From an optimization exercise on the open Yosys and OpenROAD flow, aimed at small area, a short achievable clock period and few clock cycles per item; shortcuts taken in it are not production practice.
Only simulation tests tie the RTL to the original design; equivalence was not proved.

[config.mk]
export PLATFORM = sky130hd
export DESIGN_NAME = loop_law
export DESIGN_NICKNAME = loop_law
export VERILOG_FILES = /design/flow/design.v
export SDC_FILE = /design/flow/constraint.sdc
export NUM_CORES = 4
export LEC_CHECK = 0
export CAP_MARGIN = 20
export CORE_MARGIN = 2
export CORE_UTILIZATION = 40
export SLEW_MARGIN = 20
[run.sh]
#!/bin/bash
# synth_recipe.tcl (not shown) runs the flow's synth.tcl, then flattens the netlist and writes it again
# the make line also repeats each setting of config.mk as NAME=value (left out here)
make -C /OpenROAD-flow-scripts/flow DESIGN_CONFIG=/design/flow/config.mk WORK_HOME=/design/flow/orfs CLKGATE_MAP_FILE= SYNTH_SCRIPT=/design/flow/synth_recipe.tcl finish
[design.v]
module loop_law (
    input  wire        clk,
    input  wire        rst,
    input  wire        start,
    output wire        ready,
    output reg         done,
    input  wire [31:0] r,
    input  wire [31:0] y,
    input  wire [63:0] ff,
    input  wire        scanner,
    input  wire        reverse,
    input  wire        d_on_error,
    input  wire        preset,
    input  wire [6:0]  gain_table,
    input  wire [31:0] e_norm,
    input  wire [15:0] dfilt,
    input  wire [15:0] aw,
    input  wire [31:0] umin,
    input  wire [31:0] umax,
    input  wire [31:0] imin,
    input  wire [31:0] imax,
    input  wire [31:0] slew,
    input  wire [63:0] i_in,
    input  wire [63:0] yf_in,
    input  wire [32:0] e_prev,
    input  wire [31:0] u_prev,
    output wire        tbl_rd,
    output wire [11:0] tbl_addr,
    input  wire [15:0] tbl_en,
    input  wire [31:0] tbl_kp,
    input  wire [31:0] tbl_ki,
    input  wire [31:0] tbl_kd,
    output reg  [31:0] u_out,
    output wire [63:0] i_out,
    output reg  [63:0] yf_out,
    output wire [32:0] e_out
);
    reg        busy;
    reg [4:0]  cyc;
    wire       acc = start & ~busy;
    assign ready = ~busy;
    wire c1_ = busy && cyc == 5'd1;
    wire c2_ = busy && cyc == 5'd2;
    wire c3_ = busy && cyc == 5'd3;
    wire c4_ = busy && cyc == 5'd4;
    wire c5_ = busy && cyc == 5'd5;
    wire c6_ = busy && cyc == 5'd6;
    wire c7_ = busy && cyc == 5'd7;
    wire c8_ = busy && cyc == 5'd8;
    wire c9_ = busy && cyc == 5'd9;
    wire c10_ = busy && cyc == 5'd10;
    wire b1 = busy && cyc == 5'd11;
    wire b2 = busy && cyc == 5'd12;
    wire b3 = busy && cyc == 5'd13;
    wire b4 = busy && cyc == 5'd14;
    wire b5 = busy && cyc == 5'd15;
    wire b6 = busy && cyc == 5'd16;
    wire b7 = busy && cyc == 5'd17;
    wire [32:0] dpos = {r[31], r} - {y[31], y};
    wire [32:0] dneg = {y[31], y} - {r[31], r};
    wire [32:0] ep = scanner ? {dpos[31], dpos[31:0]} : dpos;
    wire [32:0] en_ = scanner ? {~dpos[31] & dneg[31], dneg[31:0]} : dneg;
    wire [32:0] e_now = reverse ? en_ : ep;
    wire [32:0] ae = ep[32] ? en_ : ep;
    wire        en_sat = {4'b0000, ae} >= {1'b0, e_norm, 4'b0000};
    reg  [32:0] e;
    assign e_out = e;
    wire [63:0] e64 = {{31{e[32]}}, e};
    reg  [31:0] dv_r;
    reg  [31:0] dv_d;
    reg  [33:0] dv_d3;
    reg  [5:0]  dv_b;
    reg  [17:0] q;           
    reg         sat;
    reg  [15:0] lo_en, hi_en;
    function [33:0] dstep;   
        input [31:0] rr;
        input [1:0]  bb;
        input [31:0] d;
        input [33:0] d3;
        reg [33:0] r4;
        reg [34:0] t1, t2, t3;
        begin
            r4 = {rr, bb};
            t1 = {1'b0, r4} - {3'b000, d};
            t2 = {1'b0, r4} - {2'b00, d, 1'b0};
            t3 = {1'b0, r4} - {1'b0, d3};
            if (!t3[34])
                dstep = {2'd3, t3[31:0]};
            else if (!t2[34])
                dstep = {2'd2, t2[31:0]};
            else if (!t1[34])
                dstep = {2'd1, t1[31:0]};
            else
                dstep = {2'd0, r4[31:0]};
        end
    endfunction
    wire [15:0] f_num  = q[15:0] - lo_en;
    wire [15:0] f_den  = hi_en - lo_en;
    wire [17:0] f_den3 = {2'b00, hi_en} + {1'b0, hi_en, 1'b0} - {2'b00, lo_en} - {1'b0, lo_en, 1'b0};
    wire [31:0] dv_rin  = c8_ ? {16'd0, f_num} : dv_r;
    wire [31:0] dv_din  = c8_ ? {16'd0, f_den} : dv_d;
    wire [33:0] dv_d3in = c8_ ? {16'd0, f_den3} : dv_d3;
    wire [5:0]  dv_bits = c1_ ? dv_b : 6'd0;
    wire [33:0] ds1 = dstep(dv_rin, dv_bits[5:4], dv_din, dv_d3in);
    wire [33:0] ds2 = dstep(ds1[31:0], dv_bits[3:2], dv_din, dv_d3in);
    wire [33:0] ds3 = dstep(ds2[31:0], dv_bits[1:0], dv_din, dv_d3in);
    reg  [15:0] s16, s8, s24;
    reg  [3:0]  pb;          
    reg  [4:0]  idx;         
    reg         t31;
    wire [15:0] en_q  = q[15:0];
    wire        ge31  = tbl_en <= en_q;            
    wire        k1    = s16 <= en_q;
    wire        k2    = k1 ? (s24 <= en_q) : (s8 <= en_q);
    wire        kl    = tbl_en <= en_q;            
    wire [4:0]  idx_hi = t31 ? 5'd31 : idx + 5'd1;
    reg  [4:0]  rd_pt;
    reg         rd;
    always @(*) begin
        rd    = 1'b0;
        rd_pt = 5'd0;
        if (!busy) begin
            rd    = start;
            rd_pt = 5'd16;
        end else begin
            case (cyc)
                5'd1:  begin rd = 1'b1; rd_pt = 5'd8;  end
                5'd2:  begin rd = 1'b1; rd_pt = 5'd24; end
                5'd3:  begin rd = 1'b1; rd_pt = 5'd31; end
                5'd4:  begin rd = 1'b1; rd_pt = {k1 | ge31, k2 | ge31, 1'b1, ge31, ge31}; end
                5'd5:  begin rd = 1'b1; rd_pt = {pb[1:0], kl, 2'b10}; end
                5'd6:  begin rd = 1'b1; rd_pt = {pb[2:0], kl, 1'b1}; end
                5'd7:  begin rd = 1'b1; rd_pt = {pb[3:0], kl}; end
                5'd8:  begin rd = 1'b1; rd_pt = idx_hi; end
                5'd10: begin rd = 1'b1; rd_pt = idx; end
                5'd11: begin rd = 1'b1; rd_pt = idx_hi; end
                5'd12: begin rd = 1'b1; rd_pt = idx; end
                5'd13: begin rd = 1'b1; rd_pt = idx_hi; end
                default: ;
            endcase
        end
    end
    assign tbl_rd   = rd;
    assign tbl_addr = {gain_table, rd_pt};
    reg  [31:0] klo;
    reg  [32:0] dk;
    reg  [31:0] ka;          
    reg  [63:0] acc_r;       
    reg  [63:0] xr;          
    reg  [63:0] du;          
    reg  [33:0] lo_b, hi_b;  
    reg  [31:0] iminr, imaxr;
    wire        interp = b1 | b3 | b5;
    wire [32:0] mu_a = interp ? {17'd0, q[15:0]} : {ka[31], ka};
    reg  [63:0] mu_b, mu_c;
    always @(*) begin
        mu_b = acc_r;
        mu_c = 64'd0;
        if (interp) begin
            mu_b = {{31{dk[32]}}, dk};
            mu_c = {{16{klo[31]}}, klo, 16'h8000};
        end else if (b2) begin
            mu_b = xr;
        end else if (b4) begin
            mu_b = e64;
            mu_c = acc_r;
        end else if (b6) begin
            mu_b = e64;
            mu_c = xr;
        end else if (b7) begin
            mu_b = du;
        end
    end
    wire [34:0] ax = {mu_a[32], mu_a, 1'b0};
    wire [63:0] b2x = {mu_b[62:0], 1'b0};
    wire [63:0] rows [0:16];
    wire [63:0] negrow;
    genvar gk;
    generate
        for (gk = 0; gk < 17; gk = gk + 1) begin : g_booth
            wire bp = ax[2*gk+2];
            wire b0 = ax[2*gk+1];
            wire bm = ax[2*gk];
            wire one = b0 ^ bm;
            wire two = (bp & ~b0 & ~bm) | (~bp & b0 & bm);
            wire [63:0] pp = (({64{one}} & mu_b) | ({64{two}} & b2x)) ^ {64{bp}};
            assign rows[gk] = pp << (2*gk);
            assign negrow[2*gk] = bp;
            if (gk < 16) begin : g_z
                assign negrow[2*gk+1] = 1'b0;
            end
        end
    endgenerate
    assign negrow[63:33] = 31'd0;
    wire [63:0] mu_y = rows[0] + rows[1] + rows[2] + rows[3] + rows[4] + rows[5] +
                       rows[6] + rows[7] + rows[8] + rows[9] + rows[10] + rows[11] +
                       rows[12] + rows[13] + rows[14] + rows[15] + rows[16] +
                       negrow + mu_c;
    wire [63:0] mu_sh = {{16{mu_y[63]}}, mu_y[63:16]};    
    wire [63:0] yf_diff = {{16{y[31]}}, y, 16'd0} - yf_in;
    wire [63:0] dd_err  = {{31{e[32]}}, e} - {{31{e_prev[32]}}, e_prev};
    wire [63:0] dd_x    = d_on_error ? dd_err : (64'd0 - mu_sh);
    wire [63:0] d_sh    = {{16{acc_r[63]}}, acc_r[63:16]};
    wire        d_neg   = ~d_on_error & reverse;
    wire [63:0] d_term  = d_on_error ? acc_r : (d_neg ? ~d_sh : d_sh);
    wire [63:0] d_ff    = d_term + ff + {63'd0, d_neg};
    wire [64:0] u0_65   = {{17{u_prev[31]}}, u_prev, 16'd0};
    wire [64:0] imin65  = {{17{iminr[31]}}, iminr, 16'd0};
    wire [64:0] imax65  = {{17{imaxr[31]}}, imaxr, 16'd0};
    wire [64:0] r65     = {acc_r[63], acc_r};
    wire [64:0] t1      = u0_65 - r65;                  
    wire        t1_odd  = t1[64] ^ t1[63];
    wire [64:0] t1_lo   = imin65 - u0_65 + r65;         
    wire [64:0] t1_hi   = imax65 - u0_65 + r65;
    wire        i_below = ~(t1_lo[64] ^ t1_odd);        
    wire        i_above = t1_hi[64] ^ t1_odd;           
    wire [63:0] i0_pre  = i_below ? imin65[63:0] : (i_above ? imax65[63:0] : t1[63:0]);
    wire [63:0] i0_next = preset ? i0_pre : i_in;
    wire [64:0] lo65    = {{15{lo_b[33]}}, lo_b, 16'd0};
    wire [64:0] hi65    = {{15{hi_b[33]}}, hi_b, 16'd0};
    wire [64:0] x65     = {xr[63], xr};
    wire [64:0] t2      = r65 + x65;                    
    wire        t2_odd  = t2[64] ^ t2[63];
    wire [64:0] t2_lo   = lo65 - r65 - x65;
    wire [64:0] t2_hi   = hi65 - r65 - x65;
    wire        u_below = ~(t2_lo[64] ^ t2_odd);
    wire        u_above = t2_hi[64] ^ t2_odd;
    wire [63:0] u_v     = u_below ? lo65[63:0] : (u_above ? hi65[63:0] : t2[63:0]);
    wire [63:0] du_next = u_below ? t2_lo[63:0] : (u_above ? t2_hi[63:0] : 64'd0);
    wire [47:0] u_rnd   = u_v[47:0] + (u_v[63] ? 48'd32767 : 48'd32768);
    wire [33:0] ua   = {{2{umin[31]}}, umin};
    wire [33:0] ub   = {{2{umax[31]}}, umax};
    wire [33:0] up   = {{2{u_prev[31]}}, u_prev};
    wire [33:0] sl   = {2'b00, slew};
    wire [33:0] uc   = up - sl;
    wire [33:0] ud   = up + sl;
    wire [34:0] x_bc = {ub[33], ub} - {up[33], up} + {sl[33], sl};    
    wire [34:0] x_da = {up[33], up} + {sl[33], sl} - {ua[33], ua};    
    wire [34:0] x_ac = {ua[33], ua} - {up[33], up} + {sl[33], sl};    
    wire [34:0] x_bd = {ub[33], ub} - {up[33], up} - {sl[33], sl};    
    wire        slew_on = |slew;
    wire [33:0] lo_next = !slew_on ? ua : x_bc[34] ? uc : x_da[34] ? ud : (x_ac[34] ? uc : ua);
    wire [33:0] hi_next = !slew_on ? ub : x_bc[34] ? uc : x_da[34] ? ud : (x_bd[34] ? ub : ud);
    wire [63:0] imin64 = imin65[63:0];
    wire [63:0] imax64 = imax65[63:0];
    assign i_out = ($signed(acc_r) < $signed(imin64)) ? imin64 :
                   ($signed(acc_r) > $signed(imax64)) ? imax64 : acc_r;
    always @(posedge clk) begin
        if (rst) begin
            busy <= 1'b0;
            done <= 1'b0;
            cyc  <= 5'd0;
        end else begin
            done <= 1'b0;
            if (acc) begin
                busy <= 1'b1;
                cyc  <= 5'd1;
            end else if (busy) begin
                if (c4_ && ge31)
                    cyc <= 5'd11;
                else
                    cyc <= cyc + 5'd1;
                if (b7) begin
                    busy <= 1'b0;
                    done <= 1'b1;
                end
            end
        end
    end
    always @(posedge clk) begin
        if (acc) begin
            e      <= e_now;
            dv_r   <= {5'd0, ae[32:6]};
            dv_b   <= ae[5:0];
            dv_d   <= e_norm;
            dv_d3  <= {2'b00, e_norm} + {1'b0, e_norm, 1'b0};
            q      <= 18'd0;
            sat    <= en_sat;
            acc_r  <= yf_diff;
            ka     <= {16'd0, dfilt};
            lo_b   <= lo_next;
            hi_b   <= hi_next;
            iminr  <= imin;
            imaxr  <= imax;
        end
        if (c1_ || c2_ || c3_ || c9_ || c10_) begin
            dv_r <= ds3[31:0];
            q    <= {q[11:0], ds1[33:32], ds2[33:32], ds3[33:32]};
        end
        if (c3_ && sat)
            q <= 18'h0FFFF;
        if (c8_) begin
            dv_r  <= ds2[31:0];
            dv_d  <= {16'd0, f_den};
            dv_d3 <= {16'd0, f_den3};
            q     <= {14'd0, ds1[33:32], ds2[33:32]};
        end
        if (c1_) begin
            yf_out <= yf_in + mu_sh;
            xr     <= dd_x;
        end
        if (c1_) s16 <= tbl_en;
        if (c2_) s8  <= tbl_en;
        if (c3_) s24 <= tbl_en;
        if (c4_) begin
            t31 <= ge31;
            pb  <= {2'b00, k1, k2};
            case ({k1, k2})
                2'b00: begin lo_en <= 16'd0; hi_en <= s8;    end
                2'b01: begin lo_en <= s8;    hi_en <= s16;   end
                2'b10: begin lo_en <= s16;   hi_en <= s24;   end
                default: begin lo_en <= s24; hi_en <= tbl_en; end
            endcase
            if (ge31) begin
                idx <= 5'd31;
                klo <= tbl_kd;
                q   <= 18'd0;
            end
        end
        if (c5_ || c6_ || c7_) begin
            pb <= {pb[2:0], kl};
            if (kl)
                lo_en <= tbl_en;
            else
                hi_en <= tbl_en;
        end
        if (c7_)
            idx <= {pb[3:0], kl};
        if (c8_) klo <= tbl_kd;
        if (c9_) dk  <= {tbl_kd[31], tbl_kd} - {klo[31], klo};
        if (b1)  klo <= tbl_kp;
        if (b2)  dk  <= {tbl_kp[31], tbl_kp} - {klo[31], klo};
        if (b3)  klo <= tbl_ki;
        if (b4)  dk  <= {tbl_ki[31], tbl_ki} - {klo[31], klo};
        if (interp)
            ka <= mu_y[47:16];
        if (b2)
            acc_r <= mu_y;
        if (b3)
            acc_r <= d_ff;
        if (b4)
            acc_r <= mu_y;
        if (b5)
            xr <= i0_next;
        if (b6) begin
            acc_r <= mu_y;
            du    <= du_next;
            u_out <= u_rnd[47:16];
            ka    <= {16'd0, aw};
        end
        if (b7)
            acc_r <= acc_r + mu_sh;
    end
endmodule
[constraint.sdc]
create_clock -name core_clock -period 30.0 [get_ports {clk}]
set_input_delay 6.0000 -clock core_clock [delete_from_list [all_inputs] [get_ports {clk}]]
set_output_delay 6.0000 -clock core_clock [all_outputs]
set_load 0.01 [all_outputs]
==> impl_metrics.env <==
export IMPL_cts_buffers=115
export IMPL_core_area_sq_mm=0.406
export IMPL_drt_met1_wl_um=346000
export IMPL_slowest_delay_ns=0.93
export IMPL_io_buffers=864
export IMPL_post_cts_setup_buffers=0
export IMPL_status="finished clean"
export IMPL_fp_dieW_um=642
export IMPL_io_pins=879
export IMPL_synth_edf_count=663
export IMPL_htree_num_levels=3
export IMPL_syn_to_final_growth_pct=11.7
export IMPL_min_path_type="register to register"
export IMPL_place_congestion=1.05
export IMPL_fmax_mhz=51.9
export IMPL_worstMarginPinSlew_ns=1.34
export IMPL_first_global_vias=160000
export IMPL_syn_avg_cell_area_sq_um=7.79
export IMPL_cts_tree="built"
export IMPL_synth_area_sq_mm=0.163
export IMPL_layout_drive_gt1_share_pct=5.31
export IMPL_rr_worst_depth=67
export IMPL_drt_initial_drc_count=25100
export IMPL_worst_path_max_fanout=42
export IMPL_ys_ff_latch=766
export IMPL_yosysUniqueCellTypes=117
export IMPL_reg2reg_from="hi_en[1]"
export IMPL_crit_path_start="hi_en[1]"
export IMPL_yosysSeqAreaShare_pct=13.5
export IMPL_clock_latency_ns=1.01
export IMPL_hold_violations=0
export IMPL_synth_cells=20900
export IMPL_syn_num_nets=24400
export IMPL_rr_endpoint="dv_r[6]"
export IMPL_critPathKind="register to register"
export IMPL_highest_signal_layer="met5"
export IMPL_end_kind="register"
export IMPL_drv_slew=0
export IMPL_synth_ff_type="edfxtp_1"
export IMPL_crit_arrival_ns=19.88
export IMPL_hpwl_um=702000
export IMPL_synth_area_top_cells="ha_1, fa_1, edfxtp_1, a21oi_1, o21ai_0"
export IMPL_wirelength_um=891000
export IMPL_yosysWarnings=1
export IMPL_final_cells=26500
export IMPL_initial_core_util_pct=40.2
export IMPL_drtPass1Iterations=9
export IMPL_critPathLaunchType="register"
export IMPL_period_minus_slack_ns=19.26
export IMPL_antenna_found_initial=88
export IMPL_die_area_sq_mm=0.413
export IMPL_wl_met2_um=368000
export IMPL_finalCritPeriodShare_pct=64.2
export IMPL_rsz0062_at_grt="no"
export IMPL_endpoint="dv_r[6]"
export IMPL_fillers=41100
export IMPL_grt_overflow=0
export IMPL_wire_per_inst_um=33.6
export IMPL_relSlewSlack_pct=10.6
export IMPL_cp_common_cell="a21oi_1"
export IMPL_slowest_stage="a2111oi_0"
export IMPL_grt_pass1_wl_um=1230000
export IMPL_holdBufCountCts=0
export IMPL_placed_cells=26300
export IMPL_dr_total_vias=174000
export IMPL_grt_max_degree=144
export IMPL_post_synth_top_area_cell="ha_1"
export IMPL_maxCapViolCount=0
export IMPL_async_reset_ff_share_pct=0
export IMPL_tns_ns=0
export IMPL_die_h_um=642
export IMPL_clock_skew_ns=0.164
export IMPL_routed_wl_met3_um=106000
export IMPL_row_count=234
export IMPL_drc=0
export IMPL_clockBufferDepth=4
export IMPL_finalSetupViolations=0
export IMPL_post_drt_via_cell_ratio=6.56
export IMPL_track_usage_pct=41.3
export IMPL_root_buffer="clkbuf_16"
export IMPL_required_ns=30.61
export IMPL_cts_sinks=766
export IMPL_ant_nets=0
export IMPL_clkSlewWorstSetupHoldPaths_ns=0.06
export IMPL_nNetsFinal=24500
export IMPL_yosys_area_top_type_share_pct=13.9
export IMPL_cts_resized=0
export IMPL_r2r_slack_ns=10.74
-- logic make-up after synthesis --
kind of cell             count (synthesis)  share of synthesized area, %
AND/OR/NAND/NOR                       4728                          13.5
XOR/XNOR                              1267                          6.84
AO/OA/AOI/OAI                         7553                          29.3
multiplexers                           339                          2.12
buffers and inverters                 3324                          7.70
adder cells (fa/ha/maj)               2934                          27.0
flip-flops                             766                          13.5
-- how the worst min path moves through the flow --
stage	from	endpoint	slack, ns	depth (start not counted)
2_1_floorplan	dv_d[16]	dv_d[16]	0.44	2
3_3_place_gp	dv_d[23]	dv_d[23]	0.44	2
3_5_place_dp	dv_d[29]	dv_d[29]	0.45	2
4_1_cts	dv_d[29]	dv_d[29]	0.45	2
5_1_grt	dv_d[29]	dv_d[29]	0.47	2
6_report	dv_d[29]	dv_d[29]	0.46	2
-- synth_stat cells, types with 42 or more instances --
cell type	number
o21bai_1	156
nor2b_1	221
nand4_1	151
maj3_1	104
inv_1	1833
mux2i_1	288
a21boi_0	131
o31a_1	42
o221ai_1	302
o21ai_0	1545
nand3_1	384
and2_1	115
a222oi_1	44
nor3_1	453
a21o_1	596
nand2b_1	253
o31ai_1	95
a311oi_1	69
a211oi_1	132
mux2_2	51
and3_1	137
a221oi_1	312
fa_1	1017
buf_1	188
xor2_1	410
o211ai_1	147
xnor2_1	852
o22ai_1	637
nor4_1	54
dfxtp_1	103
a31oi_1	196
edfxtp_1	663
o21ai_1	69
o21a_1	195
a22oi_1	128
a21oi_1	2305
nand2_1	1356
o311ai_0	47
nor2_1	1349
or3_1	88
ha_1	1813
clkbuf_1	1266
-- state kept, by name (all words and copies together) (netlist names), 6 cells and up --
register / count
xr: 64
dv_d3: 34
s24: 16
lo_en: 16
q: 16
u_out: 32
imaxr: 32
dv_b: 6
iminr: 32
dv_r: 32
klo: 32
dv_d: 31
hi_en: 16
e: 32
du: 64
s8: 16
dk: 33
ka: 32
hi_b: 34
yf_out: 64
acc_r: 64
lo_b: 34
s16: 16
-- metal layers --
metal | vias up | GRT usage, %
met5 | - | 0.139
met4 | 44 | 26.7
met3 | 2204 | 11.8
met2 | 11500 | 60.6
met1 | 84600 | 52.9
li1 | 75600 | -
-- cells in the final DEF (no fill, tap or decap), types with 151 or more instances in the layout --
cell type,count
o21a_1,192
o21ai_0,1527
nor2_1,1337
inv_1,1829
o221ai_1,302
fa_1,1017
xnor2_1,832
nand4_1,151
nand3_1,377
nand2_1,1341
xor2_1,402
nor2b_1,217
a221oi_1,311
a31oi_1,195
clkdlybuf4s50_1,860
ha_1,1813
o21bai_1,156
nand2b_1,252
nor3_1,451
a21oi_1,2297
o22ai_1,636
edfxtp_1,663
a21o_1,596
buf_4,543
mux2i_1,268
-- critical path: cells and delay by family, from the launching register on --
| kind | cells | cell delay [ns] |
|---|---|---|
| and+or+nand+nor | 14 | 2.96 |
| buffers and inverters | 6 | 1.44 |
| muxes | 1 | 0.48 |
| DFF | 1 | 0.41 |
| xor gates and xnor gates | 1 | 0.19 |
| AOI/OAI and AO/OA | 39 | 11.14 |
| adders and majority gates | 6 | 2.33 |
-- per-stage QoR --
stage | util, % | hold WS (ns) | worst slack (ns) | instance area, sq um
floorplan | - | 0.437 | 15.09 | 163000
global placement | 43.9 | 0.444 | 11.12 | 178000
detailed placement | 43.9 | 0.447 | 10.82 | 178000
CTS | 44.8 | 0.455 | 10.74 | 182000
global route | 44.9 | 0.468 | 10.03 | 182000
finish | 44.9 | 0.458 | 10.74 | 182000
-- area by class of cell --
type                    count  area [sq um]  share of cell area, %
repair buffers           1408         12800                   7.00
diodes                     41           103                 0.0563
flip-flops and latches    766         22000                   12.1
clock buffers             133          3010                   1.65
inverters                1842          6930                   3.80
multi-input cells       16800        130000                   71.3
well taps                5428          6790                   3.73
clock inverters            74           731                  0.401
Testbench counts, summed over its fixed seeds: cycles 50,352, items 3,200.

-- separate check: timing with driven ports --
How much do the figures lean on ideal ports? The routed layout below was timed once more, with nothing changed but the port constraints. Step 1 assumes that a clkbuf_16 drives the clock port and a buf_2 every other input. Step 2 adds t to the input delays and takes it off the output delays; t is the mean of the earliest and latest rising clock arrival at the registers after step 1. Input paths then give back, and output paths get back, about the clock's delay inside the block. Slacks: ideal / step 1 / step 2; pairs: ideal / step 1.
t, ns: 1.067
slack for setup (ns): 10.737 / 10.737 / 10.737
slew at the worst register clock pin (ns): 0.08 / 0.08
worst slew at a driven data input, ns: 0.22
After both steps setup and hold are still met in this run. The setup slack of this run moves by 0.000 ns with the drivers and by 0.000 ns with both steps.
